From an optimization exercise on the open Yosys and OpenROAD flow, aimed at small area and a short achievable clock period; shortcuts taken in it are not production practice. Function was checked by simulation only, so behaviour that the tests miss may differ from the original.

File: flow/design.v
module adc_correct (
    input  wire        clk,
    input  wire        rst,           
    input  wire        cfg_we,
    input  wire [4:0]  cfg_addr,      
    input  wire [31:0] cfg_wdata,
    input  wire        swap,          
    output wire        active_half,
    input  wire        in_valid,
    input  wire [15:0] in_code,
    output reg         out_valid,
    output reg  [23:0] out_sample,
    output reg         out_sat
);
    reg        half;                      
    reg [23:0] offset_t [0:1];
    reg [23:0] gain_t   [0:1];
    reg [31:0] lin_t    [0:31];      
    assign active_half = half;
    wire       wr_half  = ~half;
    wire [3:0] lin_idx  = cfg_addr[3:0] - 4'd2;
    wire       gain_bad = (cfg_addr == 5'd1) && (cfg_wdata[23:0] == 24'd0);
    integer h, i;
    always @(posedge clk) begin
        if (rst) begin
            half <= 1'b0;
            for (h = 0; h < 2; h = h + 1) begin
                offset_t[h] <= 24'd0;
                gain_t[h]   <= 24'h40_0000;
                for (i = 0; i < 16; i = i + 1)
                    lin_t[{h[0], i[3:0]}] <= 32'd0;
            end
        end else begin
            if (cfg_we && !gain_bad) begin
                if (cfg_addr == 5'd0)
                    offset_t[wr_half] <= cfg_wdata[23:0];
                else if (cfg_addr == 5'd1)
                    gain_t[wr_half] <= cfg_wdata[23:0];
                else if (cfg_addr >= 5'd2 && cfg_addr <= 5'd17)
                    lin_t[{wr_half, lin_idx}] <= cfg_wdata;
            end
            if (swap)
                half <= ~half;
        end
    end
    reg        s_valid;
    reg [15:0] s_code;
    reg        s_half;
    always @(posedge clk) begin
        if (rst) begin
            s_valid <= 1'b0;
        end else begin
            s_valid <= in_valid;
        end
        s_code <= in_code;
        s_half <= half;
    end
    wire signed [15:0] r      = s_code;
    wire        [3:0]  q      = {~s_code[15], s_code[14:12]};
    wire        [11:0] u      = s_code[11:0];
    wire        [31:0] lin    = lin_t[{s_half, q}];
    wire signed [15:0] lin_d  = lin[15:0];
    wire signed [15:0] lin_s  = lin[31:16];
    wire signed [23:0] ofs    = offset_t[s_half];
    wire        [23:0] gain   = gain_t[s_half];
    wire signed [28:0] slope  = lin_s * $signed({1'b0, u});
    wire signed [28:0] slope_r = slope + 29'sd2048;
    wire signed [28:0] interp = slope_r >>> 12;    
    wire signed [17:0] d      = lin_d + $signed(interp[16:0]);
    wire signed [24:0] x      = $signed({r, 8'd0}) + d;
    wire signed [25:0] y      = x - ofs;
    wire signed [50:0] prod   = y * $signed({1'b0, gain});
    wire signed [50:0] prod_r = prod + 51'sd2097152;
    wire signed [28:0] z      = prod_r >>> 22;
    wire        hi     = z > 29'sd8388607;
    wire        lo     = z < -29'sd8388608;
    wire        rail   = (s_code == 16'h7FFF) || (s_code == 16'h8000);
    always @(posedge clk) begin
        if (rst) begin
            out_valid <= 1'b0;
        end else begin
            out_valid <= s_valid;
        end
        out_sample <= hi ? 24'h7F_FFFF : lo ? 24'h80_0000 : z[23:0];
        out_sat    <= hi | lo | rail;
    end
endmodule
File: flow/run.sh
#!/bin/bash
# synth_recipe.tcl (not shown) runs the flow's synth.tcl, then flattens the netlist and writes it again
# the make line also repeats each setting of config.mk as NAME=value (left out here)
make -C /OpenROAD-flow-scripts/flow DESIGN_CONFIG=/design/flow/config.mk WORK_HOME=/design/flow/orfs CLKGATE_MAP_FILE= SYNTH_SCRIPT=/design/flow/synth_recipe.tcl finish
File: flow/config.mk
export PLATFORM = sky130hd
export DESIGN_NAME = adc_correct
export DESIGN_NICKNAME = adc_correct
export VERILOG_FILES = /design/flow/design.v
export SDC_FILE = /design/flow/constraint.sdc
export NUM_CORES = 4
export LEC_CHECK = 0
export CAP_MARGIN = 20
export CORE_MARGIN = 2
export CORE_UTILIZATION = 40
export SLEW_MARGIN = 20
File: flow/constraint.sdc
create_clock -name core_clock -period 22.0 [get_ports {clk}]
set_input_delay 4.4000 -clock core_clock [delete_from_list [all_inputs] [get_ports {clk}]]
set_output_delay 4.4000 -clock core_clock [all_outputs]
set_load 0.01 [all_outputs]
==> summary.txt <==
## worst min path at each step
stage          slack (ns)              endpoint  depth (start not counted)               start
2_1_floorplan        0.39        s_half$_DFF_P_                          0   half$_SDFFE_PP0P_
3_3_place_gp         0.43  out_valid$_SDFF_PP0_                          1  s_valid$_SDFF_PP0_
3_5_place_dp         0.42  out_valid$_SDFF_PP0_                          1  s_valid$_SDFF_PP0_
4_1_cts              0.44  out_valid$_SDFF_PP0_                          1  s_valid$_SDFF_PP0_
5_1_grt              0.46  out_valid$_SDFF_PP0_                          1  s_valid$_SDFF_PP0_
6_report             0.44  out_valid$_SDFF_PP0_                          1  s_valid$_SDFF_PP0_
## what timing repair did
action                     4_1_cts  5_1_grt
buffers inserted                 0        0
setup endpoints to repair        0        1
resized for setup                0        1
## area by class of cell
cell class	instances	area, µm²
Fill cell	18800	115000
Multi-Input combinational cell	4202	44100
Sequential cell	1165	34500
Inverter	976	3670
Tap cell	2788	3490
Clock buffer	165	3470
Timing Repair Buffer	258	2140
Clock inverter	70	659
Antenna cell	2	5.00
## kinds of logic (layout without fill, tap and decap cells)
kind of cell | Yosys count | after routing | synth area share, %
adders and majority gates | 1142 | 1142 | 24.7
muxes | 426 | 426 | 9.91
buffers and inverters | 1419 | 1469 | 6.41
AOI/OAI and AO/OA | 258 | 258 | 2.10
other | 0 | 2 | 0
DFF | 1165 | 1165 | 41.3
xor gates and xnor gates | 136 | 136 | 1.42
and+or+nand+nor | 2240 | 2240 | 14.1
## per-layer routing
metal | wire length (µm) | up-vias | global-route usage [%]
met2 | 123000 | 2176 | 40.7
met3 | 19500 | 539 | 4.04
met5 | 13 | - | 0
met1 | 96800 | 27200 | 30.4
li1 | - | 22000 | -
met4 | 12200 | 2 | 10.7
## worst max-delay path, delay by kind of cell, from the launching register on
| family | cells | cell delay [ns] |
|---|---|---|
| AO/OA/AOI/OAI | 16 | 3.75 |
| XOR/XNOR | 5 | 1.52 |
| adder cells (fa/ha/maj) | 16 | 8.33 |
| buffers and inverters | 10 | 2.21 |
| flip-flops | 1 | 0.79 |
| multiplexers | 3 | 1.64 |
| AND/OR/NAND/NOR | 9 | 1.85 |
## cells in the mapped netlist (all sizes together), types with 8 or more instances
cell    instances
and2         1176
edfxtp       1120
inv           971
fa            854
nor2          454
nand2         424
clkbuf        384
mux4          316
ha            288
xnor2          86
a21o           67
a21oi          65
buf            59
mux2           57
mux2i          53
xor2           50
dfxtp          45
or2            42
o21ai          41
nand2b         35
nor4           22
nand4          19
nand3          16
nor2b          16
nor3           14
and3           12
o21bai         10
a31oi           9
a211oi          8
## flip-flops by register name, indices dropped and copies added, names as in the netlist
| name | flops |
|---|---|
| half | 1 |
| out_valid | 1 |
| s_valid | 1 |
| s_code | 16 |
| lin_t | 1024 |
| offset_t | 48 |
| out_sample | 24 |
| s_half | 1 |
| out_sat | 1 |
| gain_t | 48 |
## through the flow
stage | hold slack, ns | util (%)
floorplan | 0.392 | -
global placement | 0.433 | 42.4
detailed placement | 0.424 | 42.4
CTS | 0.439 | 44.4
global route | 0.460 | 44.4
finish | 0.436 | 44.4
==> metrics.md <==
| Metric | Value |
|---|---|
| Commonest non-fill, non-tap cell in the layout | `and2_1` |
| Total gr overflow | `0` |
| Fmax | `0.0491 GHz` |
| Status | `timing/DRC/antenna clean` |
| Cell Count, Final, Fillers Out | `9626` |
| Design area | `92100 µm²` |
| Max cap viols | `0` |
| Largest cells by area after synthesis | `edfxtp_1, fa_1, and2_1` |
| Post-Synthesis Cells | `6786` |
| GPL Wtd Cong | `0.894` |
| CTS Hold Bufs | `0` |
| Initial Util | `40.3%` |
| Setup CP Type | `register to register` |
| Unique masters post-synth | `72` |
| Final hold viol count | `0` |
| Post-DR wirelength/cell | `26.1 µm` |
| Setup crit start | `s_code[12]$_DFF_P_` |
| Port Buffers | `84` |
| Worst Setup Start Kind | `register` |
| Setup-failing EPs final | `0` |
| Share of the yosys chip area belonging to registers | `41.3%` |
| Number of vias per cell | `5.40` |
| Initial DRT Pass Iterations | `5` |
| CTS root buf | `clkbuf_16` |
| CP endpoint | `out_sat$_DFF_P_` |
| Routed WL | `251 mm` |
| CTS tree | `yes` |
| Share of the synthesized area in the top cell type | `40.2%` |
| Commonest cells after routing, fill and taps aside | `and2_1, edfxtp_1, inv_1` |
| Cell taking the most area after synthesis | `edfxtp_1` |
| Number of synthesized flops with an enable pin | `1120` |
| Largest net degree at the start of global routing | `46` |
| Data arrival, critical path | `21.00 ns` |
| R2R Path End | `out_sat$_DFF_P_` |
| Nets | `7935` |
| Clock H-tree levels | `4` |
| Worst path required time | `22.62 ns` |
| CP Capture Type | `register` |
| Share of flip-flops with an asynchronous set or reset | `0%` |
| Final antenna-violating net count | `0` |
| Via count of the first global-routing pass | `55700` |
| Crit-path max cell delay | `0.98 ns` |
| CP max stage cell | `fa_1` |
| DRC violations left | `0` |
| Pre-CTS WS | `1.40 ns` |
| Detailed-route via count | `52000` |
| Worst r2r path cells | `59` |
| Fin crit share | `92.7%` |
| Ys flop type | `edfxtp_1` |
| Register-to-Register Setup Slack | `1.61 ns` |
| RSZ-0062 raised after global routing | `no` |
| Cell Area, Synth | `83700 µm²` |
| Die area | `213000 µm²` |
| Most frequent CP cell | `fa_1` |
| Core area | `207000 µm²` |
| Setup total negative slack | `0 ns` |
| Iter 0 DRT Violations | `5185` |
| Area growth, synth to finish | `10.1%` |
| Share of layout cells above drive strength 1 | `12.3%` |
| Cts bufs inserted | `132` |
| Max Slew Vio Count | `0` |
| First-pass GRT wire length | `372 mm` |
| Crit path time final | `20.39 ns` |
| Sink Count | `1165` |
| Clk buf depth | `3` |
| IO Count | `85` |
| DP HPWL | `165 mm` |
| GRT Util Overall | `24.1%` |
| Initial antenna violation count | `16` |
| CP max FO | `36` |
| Worst R2R Start | `s_code[12]$_DFF_P_` |
| # rows | `167` |
| Setup Skew | `0.0465 ns` |
| Synth Net Count | `7986` |
| Final WS setup | `1.61 ns` |
| # placed instances | `9388` |
| Clk latency of the worst-skew pair | `0.81 ns` |
| Slew headroom | `19.4%` |
| Post-DP Area | `88000 µm²` |
| Syn Area/Cell | `12.3 µm²` |
| FF+latch count, synth | `1165` |
| Hold crit path type | `register to register` |
| Synthesis warning total | `1` |
| Actual slew at the worst max-slew pin | `1.20 ns` |
| Chip width | `461 µm` |
| Clock Pin Slew Worst Setup and Hold Paths | `0.06 ns` |
| Die Span Y | `461 µm` |

-- what the ideal ports hide --
How much do the figures lean on ideal ports? The routed layout below was timed once more, with nothing changed but the port constraints. Step 1 sets driving cells, clkbuf_16 on the clock port and buf_2 on the other inputs (assumed; they add their load-dependent delay and slew). Step 2 times the ports against the registers' clock, not the clock port: input delays grow and output delays shrink by t, the midpoint of the rising clock arrivals with the driver on. Slacks: ideal / step 1 / step 2; pairs: ideal / step 1.
shift t [ns]: 0.868
slack for setup (ns): 1.613 / 1.613 / 1.613
pins driven straight from the clock port: 1
After both steps setup and hold are still met in this run. For this run, drivers alone change the setup slack by 0.000 ns; drivers and shift together by 0.000 ns.
